This is an optimization exercise on Yosys and OpenROAD, whose aim is small area, not a production implementation. Function not checked in this run: the RTL went through the layout flow alone. Power and IR drop assume default switching activity.

`flow/design.v`:
```
module lane_rx (
    input  wire         clk,
    input  wire         rst,             
    input  wire         cdr_lock,        
    input  wire         rx_valid,
    input  wire [65:0]  rx_data,
    input  wire         descr_en,
    input  wire [15:0]  hunt_limit,      
    input  wire         match_en,
    input  wire         hdr_care,
    input  wire [1:0]   match_hdr,
    input  wire [63:0]  match_val,
    input  wire [63:0]  match_mask,
    input  wire [1:0]   prbs_sel,        
    input  wire [1:0]   start_mode,      
    input  wire [19:0]  cmp_count,       
    input  wire [63:0]  pmask,
    input  wire         burst,
    input  wire         cmp_event,
    output reg  [1:0]   lane_state,      
    output reg          block_lock,
    output reg          ev_lock,
    output reg          ev_lol,
    output reg          ev_hunt_slow,
    output reg          ev_match,
    output reg          ev_mismatch,
    output reg          ev_cmp_done,
    output reg          blk_valid,
    output reg  [1:0]   blk_hdr,
    output reg  [63:0]  blk_payload,
    output reg  [2:0]   cmp_result,
    output reg  [19:0]  blocks,
    output reg  [19:0]  block_errs,
    output reg  [23:0]  bit_errs,
    output reg  [19:0]  header_errs,
    output reg  [19:0]  first_err,
    output reg  [15:0]  lock_losses
);
    localparam [1:0] ST_ACQUIRE = 2'd1, ST_HUNT = 2'd2, ST_LOCKED = 2'd3;
    localparam [2:0] R_NOT_STARTED = 3'd0, R_PASS = 3'd1, R_FAIL = 3'd2,
                     R_LOST = 3'd3, R_INCOMPLETE = 3'd4;
    reg  [65:0] prev_word;       
    reg  [6:0]  offset;          
    reg         skip;            
    reg  [5:0]  valid_cnt;       
    reg  [25:0] hunt_cnt;        
    reg  [63:0] hdr_window;      
    reg  [57:0] descr_hist;      
    wire [131:0] window = {rx_data, prev_word};
    wire [65:0]  cand   = window >> offset;
    wire [1:0]   hdr    = cand[1:0];
    wire [63:0]  raw_pay = cand[65:2];
    wire         hdr_ok = hdr[0] ^ hdr[1];
    wire in_sync  = (lane_state == ST_HUNT) || (lane_state == ST_LOCKED);
    wire examine  = cdr_lock && in_sync && rx_valid && !skip;
    wire [121:0] descr_ext = {raw_pay, descr_hist};
    reg  [63:0]  descr_pay;
    integer p;
    always @(*) begin
        for (p = 0; p < 64; p = p + 1)
            descr_pay[p] = descr_ext[p + 58] ^ descr_ext[p + 19] ^ descr_ext[p];
    end
    wire [63:0] pay = descr_en ? descr_pay : raw_pay;
    wire [63:0] window_next  = {hdr_window[62:0], ~hdr_ok};
    wire [6:0]  window_bad   = $countones(window_next);
    wire        lose_lock    = examine && (lane_state == ST_LOCKED) && (window_bad >= 7'd16);
    wire        gain_lock    = examine && (lane_state == ST_HUNT) && hdr_ok && (valid_cnt == 6'd63);
    wire        tested       = gain_lock || (examine && (lane_state == ST_LOCKED) && !lose_lock);
    wire        cdr_drop     = !cdr_lock && in_sync;
    wire        leave_locked = (lane_state == ST_LOCKED) && (lose_lock || cdr_drop);
    wire [25:0] hunt_cnt_inc = hunt_cnt + 26'd1;
    wire        hunt_slow    = examine && (lane_state == ST_HUNT) && !gain_lock &&
                               (hunt_limit != 16'd0) && (hunt_cnt_inc == {hunt_limit, 10'd0});
    wire match = match_en && tested &&
                 (((pay ^ match_val) & match_mask) == 64'd0) &&
                 (!hdr_care || (hdr == match_hdr));
    always @(posedge clk) begin
        if (rst) begin
            lane_state <= ST_ACQUIRE;
            block_lock <= 1'b0;
            prev_word  <= 66'd0;
            offset     <= 7'd0;
            skip       <= 1'b1;
            valid_cnt  <= 6'd0;
            hunt_cnt   <= 26'd0;
            hdr_window <= 64'd0;
            descr_hist <= 58'd0;
            ev_lock      <= 1'b0;
            ev_lol       <= 1'b0;
            ev_hunt_slow <= 1'b0;
        end else begin
            ev_lock      <= gain_lock;
            ev_lol       <= lose_lock || cdr_drop;
            ev_hunt_slow <= hunt_slow;
            if (!cdr_lock) begin
                lane_state <= ST_ACQUIRE;
                block_lock <= 1'b0;
                offset     <= 7'd0;
                skip       <= 1'b1;
                valid_cnt  <= 6'd0;
                hunt_cnt   <= 26'd0;
                descr_hist <= 58'd0;
            end else if (lane_state == ST_ACQUIRE) begin
                lane_state <= ST_HUNT;
                offset     <= 7'd0;
                skip       <= 1'b1;
                valid_cnt  <= 6'd0;
                hunt_cnt   <= 26'd0;
            end else if (rx_valid) begin
                prev_word <= rx_data;
                if (skip) begin
                    skip <= 1'b0;
                end else begin
                    descr_hist <= raw_pay[63:6];
                    if (lane_state == ST_HUNT) begin
                        if (hunt_slow)
                            hunt_cnt <= 26'd0;
                        else
                            hunt_cnt <= hunt_cnt_inc;
                        if (hdr_ok) begin
                            if (gain_lock) begin
                                lane_state <= ST_LOCKED;
                                block_lock <= 1'b1;
                                hdr_window <= 64'd0;
                            end else begin
                                valid_cnt <= valid_cnt + 6'd1;
                            end
                        end else begin
                            valid_cnt <= 6'd0;
                            if (offset == 7'd65) begin
                                offset <= 7'd0;
                                skip   <= 1'b1;
                            end else begin
                                offset <= offset + 7'd1;
                            end
                        end
                    end else begin
                        if (lose_lock) begin
                            lane_state <= ST_HUNT;
                            block_lock <= 1'b0;
                            valid_cnt  <= 6'd0;
                            hunt_cnt   <= 26'd0;
                        end else begin
                            hdr_window <= window_next;
                        end
                    end
                end
            end
        end
    end
    always @(posedge clk) begin
        if (rst) begin
            blk_valid   <= 1'b0;
            blk_hdr     <= 2'd0;
            blk_payload <= 64'd0;
            ev_match    <= 1'b0;
        end else begin
            blk_valid <= tested;
            ev_match  <= match;
            if (tested) begin
                blk_hdr     <= hdr;
                blk_payload <= pay;
            end
        end
    end
    reg  [30:0] prbs_state;      
    reg  [94:0] prbs_ext;
    integer q;
    always @(*) begin
        prbs_ext = 95'd0;
        prbs_ext[30:0] = prbs_state;
        for (q = 31; q < 95; q = q + 1) begin
            case (prbs_sel)
                2'd0:    prbs_ext[q] = prbs_ext[q - 7]  ^ prbs_ext[q - 6];
                2'd1:    prbs_ext[q] = prbs_ext[q - 15] ^ prbs_ext[q - 14];
                default: prbs_ext[q] = prbs_ext[q - 31] ^ prbs_ext[q - 28];
            endcase
        end
    end
    wire [63:0] expected = prbs_ext[94:31];
    wire [63:0] err_bits  = (pay ^ expected) & pmask;
    wire [6:0]  err_count = $countones(err_bits);
    reg burst_q;
    reg running;         
    reg finished;        
    reg anchored;
    reg event_seen;
    reg        n_running, n_finished, n_anchored, n_event_seen;
    reg [19:0] n_blocks, n_block_errs, n_header_errs, n_first_err;
    reg [23:0] n_bit_errs;
    reg [15:0] n_lock_losses;
    reg [2:0]  n_result;
    reg        n_done, n_mismatch;
    reg        start_cond, hdr_err, blk_err;
    reg [30:0] n_prbs;
    always @(*) begin
        n_running     = running;
        n_finished    = finished;
        n_anchored    = anchored;
        n_event_seen  = event_seen;
        n_blocks      = blocks;
        n_block_errs  = block_errs;
        n_bit_errs    = bit_errs;
        n_header_errs = header_errs;
        n_first_err   = first_err;
        n_lock_losses = lock_losses;
        n_result      = cmp_result;
        n_prbs        = prbs_state;
        n_done        = 1'b0;
        n_mismatch    = 1'b0;
        hdr_err       = 1'b0;
        blk_err       = 1'b0;
        start_cond    = 1'b0;
        if (burst && !burst_q) begin
            n_running     = 1'b0;
            n_finished    = 1'b0;
            n_anchored    = 1'b0;
            n_event_seen  = 1'b0;
            n_blocks      = 20'd0;
            n_block_errs  = 20'd0;
            n_bit_errs    = 24'd0;
            n_header_errs = 20'd0;
            n_first_err   = 20'hFFFFF;
            n_lock_losses = 16'd0;
        end
        if (burst) begin
            case (start_mode)
                2'd0:    start_cond = block_lock;
                2'd1:    start_cond = block_lock && n_anchored;
                2'd2:    start_cond = block_lock && n_event_seen;
                default: start_cond = 1'b0;
            endcase
            if (leave_locked && n_lock_losses != 16'hFFFF)
                n_lock_losses = n_lock_losses + 16'd1;
            if (!n_finished) begin
                if (n_running) begin
                    if (leave_locked) begin
                        n_result   = R_LOST;
                        n_done     = 1'b1;
                        n_running  = 1'b0;
                        n_finished = 1'b1;
                    end else if (tested) begin
                        hdr_err = (hdr != 2'b01);
                        blk_err = hdr_err || (err_count != 7'd0);
                        if (blk_err && n_block_errs == 20'd0) begin
                            n_mismatch  = 1'b1;
                            n_first_err = n_blocks;
                        end
                        if (blk_err && n_block_errs != 20'hFFFFF)
                            n_block_errs = n_block_errs + 20'd1;
                        if (hdr_err && n_header_errs != 20'hFFFFF)
                            n_header_errs = n_header_errs + 20'd1;
                        if ({1'b0, n_bit_errs} + {18'd0, err_count} > 25'hFFFFFF)
                            n_bit_errs = 24'hFFFFFF;
                        else
                            n_bit_errs = n_bit_errs + {17'd0, err_count};
                        if (n_blocks != 20'hFFFFF)
                            n_blocks = n_blocks + 20'd1;
                        n_prbs = expected[63:33];
                    end
                end else if (start_cond && tested) begin
                    n_running = 1'b1;
                    n_blocks  = 20'd1;
                    n_prbs    = pay[63:33];
                end
                if (n_running && cmp_count != 20'd0 && n_blocks == cmp_count) begin
                    n_result   = (n_block_errs != 20'd0) ? R_FAIL : R_PASS;
                    n_done     = 1'b1;
                    n_running  = 1'b0;
                    n_finished = 1'b1;
                end
            end
            if (!n_running && !n_finished && match)
                n_anchored = 1'b1;
            if (cmp_event)
                n_event_seen = 1'b1;
        end else if (burst_q && !finished) begin
            if (running)
                n_result = (cmp_count != 20'd0) ? R_INCOMPLETE :
                           (block_errs != 20'd0) ? R_FAIL : R_PASS;
            else
                n_result = R_NOT_STARTED;
            n_done     = 1'b1;
            n_running  = 1'b0;
            n_finished = 1'b1;
        end
    end
    always @(posedge clk) begin
        if (rst) begin
            burst_q     <= 1'b0;
            running     <= 1'b0;
            finished    <= 1'b0;
            anchored    <= 1'b0;
            event_seen  <= 1'b0;
            prbs_state  <= 31'd0;
            blocks      <= 20'd0;
            block_errs  <= 20'd0;
            bit_errs    <= 24'd0;
            header_errs <= 20'd0;
            first_err   <= 20'hFFFFF;
            lock_losses <= 16'd0;
            cmp_result  <= R_NOT_STARTED;
            ev_cmp_done <= 1'b0;
            ev_mismatch <= 1'b0;
        end else begin
            burst_q     <= burst;
            running     <= n_running;
            finished    <= n_finished;
            anchored    <= n_anchored;
            event_seen  <= n_event_seen;
            prbs_state  <= n_prbs;
            blocks      <= n_blocks;
            block_errs  <= n_block_errs;
            bit_errs    <= n_bit_errs;
            header_errs <= n_header_errs;
            first_err   <= n_first_err;
            lock_losses <= n_lock_losses;
            cmp_result  <= n_result;
            ev_cmp_done <= n_done;
            ev_mismatch <= n_mismatch;
        end
    end
endmodule
```
`flow/run.sh`:
```
#!/bin/bash
# synth_recipe.tcl (not shown) runs the flow's synth.tcl, then flattens the netlist and writes it again
# the make line also repeats each setting of config.mk as NAME=value (left out here)
make -C /OpenROAD-flow-scripts/flow DESIGN_CONFIG=/design/flow/config.mk WORK_HOME=/design/flow/orfs CLKGATE_MAP_FILE= SYNTH_SCRIPT=/design/flow/synth_recipe.tcl finish
```
`flow/config.mk`:
```
export PLATFORM = sky130hd
export DESIGN_NAME = lane_rx
export DESIGN_NICKNAME = lane_rx
export VERILOG_FILES = /design/flow/design.v
export SDC_FILE = /design/flow/constraint.sdc
export NUM_CORES = 4
export LEC_CHECK = 0
export CAP_MARGIN = 20
export CORE_MARGIN = 2
export CORE_UTILIZATION = 40
export SLEW_MARGIN = 20
```
`flow/constraint.sdc`:
```
create_clock -name core_clock -period 18.0 [get_ports {clk}]
set_input_delay 3.6000 -clock core_clock [delete_from_list [all_inputs] [get_ports {clk}]]
set_output_delay 3.6000 -clock core_clock [all_outputs]
set_load 0.01 [all_outputs]
```
==> results.py <==
metrics = {
    "outcome": {
        "outcome": "complete, no violations",
    },
    "layout": {
        "final_nets": 5719,
        "drive_gt1_share_pct": 10.5,
        "multi_input_area_um2": 28000,
        "fill_cells": 9615,
        "layout_commonest_cell": "nand2_1",
        "area_growth_pct": 21.6,
        "layout_common_cells": "nand2_1, nor2_1, clkdlybuf4s50_1",
        "utilization_pct": 49.2,
        "finalInstanceArea_um2": 47700,
        "seq_area_um2": 9260,
    },
    "routing": {
        "drc": 0,
        "route.detailed.wl_per_inst_um": 25.6,
        "num_vias": 38500,
        "drtIter0Drc": 4047,
        "firstDrtPassIters": 7,
        "antenna_left": 0,
        "viasPerCell": 5.85,
        "routed_wl_mm": 168,
    },
    "grt": {
        "grt_pass1_wl_mm": 245,
        "grt_antenna_before_repair": 7,
        "grt_usage_pct": 32.5,
        "grt_max_degree": 117,
        "grt_pass1_vias": 36300,
        "overflow": 0,
    },
    "synth": {
        "syn_area_um2": 39200,
        "synth_edf_count": 0,
        "seq_area_frac_synth_pct": 23.6,
        "synth.distinct_cells": 98,
        "syn_area_per_cell_um2": 8.01,
        "synthFlopType": "dfxtp_1",
        "ys_warn_count": 1,
        "synth_cells": 4896,
        "synthArstFlopShare_pct": 0,
        "ys_ff_latch": 462,
        "synth.net_count": 5365,
    },
    "sta": {
        "post-route-period-util_pct": 92.1,
        "drv_slew": 0,
        "setup_viol": 0,
        "finalClockSkew_ns": 0.0422,
        "slew_headroom_pct": 18.3,
        "hold_slack_ns": 0.451,
        "rsz0062_at_grt": "false",
        "hold_viol_final": 0,
        "min_period_ns": 16.58,
        "setup_tns_ns": 0,
        "fmax_ghz": 0.0603,
        "worstMarginPinSlew_ns": 1.22,
    },
    "worst_hold_path": {
        "hold_path_class": "register to register",
    },
    "clock_network": {
        "worst_skew_pair.late_latency_ns": 0.70,
        "cts_htree_levels": 2,
        "ctsResizeCount": 0,
        "cts_buffers": 56,
        "clkSinkCount": 462,
        "postCtsSetupRepairBufs": 0,
        "clock-root-buffer": "clkbuf_16",
        "ctsHoldBuffers": 0,
        "clkTransAtPathRegs_ns": 0.06,
        "cts_tree": "done",
        "cts_buffer_depth": 3,
    },
    "critical_path": {
        "slowest_stage": "or4b_2",
        "critPathKind": "primary input to register",
        "critical_path_buf_inv_count": 7,
        "crit_family": "adder cells",
        "crit_path_start_kind": "primary input",
        "cp-end-kind": "register",
        "cp.required_ns": 18.52,
        "cp_max_fo": 14,
        "max_stage_delay_ns": 0.69,
        "path_common_cell": "fa_1",
        "cp_data_arrival_time_ns": 17.09,
    },
    "floorplan": {
        "num_rows": 114,
        "dieArea_um2": 101000,
        "die_h_um": 317,
        "start_util_pct": 40.4,
        "core-area_um2": 97000,
        "pin_count": 508,
        "die_w_um": 317,
    },
    "flow_run": {
        "drv_cap": 0,
    },
    "power_and_ir_drop": {
        "leakage_nw": 18.0,
        "power_density_nw_per_um2": 84.7,
        "peakVddDrop_mv": 0.286,
    },
    "place": {
        "gp_congestion": 1.06,
        "hpwl_mm": 131,
        "io_buffer_count": 507,
        "post_dp_cell_area_um2": 45700,
    },
}
==> layer usage <==
layer	track usage, %	vias to the layer above	wire [um]
li1	-	17800	-
met1	43.8	18500	70500
met2	48.5	1882	71600
met3	8.56	309	17100
met4	15.3	4	8850
met5	0	-	27
==> area by class of cell <==
cell class | instances | share of cell area [%]
well taps | 1276 | 3.35
repair buffers | 641 | 12.8
diodes | 4 | 0.0210
clock buffers | 77 | 3.38
inverters | 197 | 1.56
clock inverters | 27 | 0.806
flip-flops and latches | 462 | 19.4
multi-input cells | 3892 | 58.7
==> synth_stat cells, drive strengths merged, types with 10 or more instances <==
cell type  number  area share, %
nor4           28           0.45
and3           39           0.62
mux2           77            2.2
a21oi         418            5.4
mux4          170            9.8
clkbuf        254            2.4
mux2i         157            4.1
o21ai         186            2.4
o21a           14           0.27
xnor2         225            5.1
a31oi          25           0.40
nor2          525            5.0
a22oi          49           0.96
a211oi         77            1.5
inv           195            1.9
buf            91            1.0
fa            109            5.6
o211ai         25           0.49
nor2b          16           0.26
o22ai          42           0.67
nand2         745            7.1
ha             51            1.6
a21o           12           0.23
a22o           10           0.22
or2            10           0.16
or3            25           0.40
nand3         146            1.9
a221oi         14           0.34
nand3b         10           0.19
and4           11           0.25
nand2b         24           0.38
nor3           89            1.1
xor2          295            6.6
nand4          56           0.89
dfxtp         462             24
o21bai         19           0.36
and2           72            1.1
==> tightest hold or removal path, cell delays in order (launching register included) <==
cell and delay, ns:
dfxtp_1 0.31, nand2_1 0.05, a21oi_1 0.05
==> cells by family after synthesis <==
logic type	share of synthesized area (%)
compound gates	15.4
xor+xnor	12.0
fa+ha+maj	7.19
buf+inv	5.35
flops	23.6
mux	16.1
simple gates	20.5
==> metrics by stage <==
stage / cells / power (mW) / setup slack (ns)
3_3_place_gp: 6466 / 2.76 / 0.679
6_report: 6576 / 4.04 / 1.42
4_1_cts: 6571 / 4.06 / 1.51
5_1_grt: 6574 / 4.31 / 0.626
3_5_place_dp: 6467 / 2.78 / 0.822
2_1_floorplan: 4896 / 2.28 / 2.55
==> state kept, by name, summed over array words and instances, names as in the netlist, 24 cells and up <==
signal / cells
prev_word: 66
blk_payload: 64
hdr_window: 63
descr_hist: 58
prbs_state: 31
hunt_cnt: 26
bit_errs: 24
==> power by group <==
part           total, mW  switching [mW]  internal [mW]
Clock               1.25           0.520          0.729
Sequential          1.04         0.00911           1.03
Combinational       1.75            1.02          0.730
==> final timing paths <==
path,slack [ns],cells after the start,startpoint,endpoint
max,1.42,44,prbs_sel[0],cmp_result[1]
max reg2reg,4.11,42,prbs_state[27],cmp_result[1]
min reg2reg,0.45,2,blk_payload[1],blk_payload[1]
min,0.45,2,blk_payload[1],blk_payload[1]

==> afterwards: timing with drivers on the ports <==
In the flow no input, the clock included, has a driving cell. The finished layout below was timed again as built, in two steps. Step 1 assumes that a clkbuf_16 drives the clock port and a buf_2 every other input. Step 2 adds t to the input delays and takes it off the output delays; t is the mean of the earliest and latest rising clock arrival at the registers after step 1. Input paths then give back, and output paths get back, about the clock's delay inside the block. Three values: no drivers, after step 1, after step 2; two values: the first two.
shift t [ns]: 0.749
setup WS [ns]: 1.422 / 1.459 / 0.710
hold slack, ns: 0.451 / 0.451 / 0.451
latest minus earliest clock arrival (ns): 0.043 / 0.042
worst slew at a driven data input, ns: 0.16
After both steps setup and hold are still met in this run. The setup slack of this run moves by +0.037 ns with the drivers and by -0.712 ns with both steps.
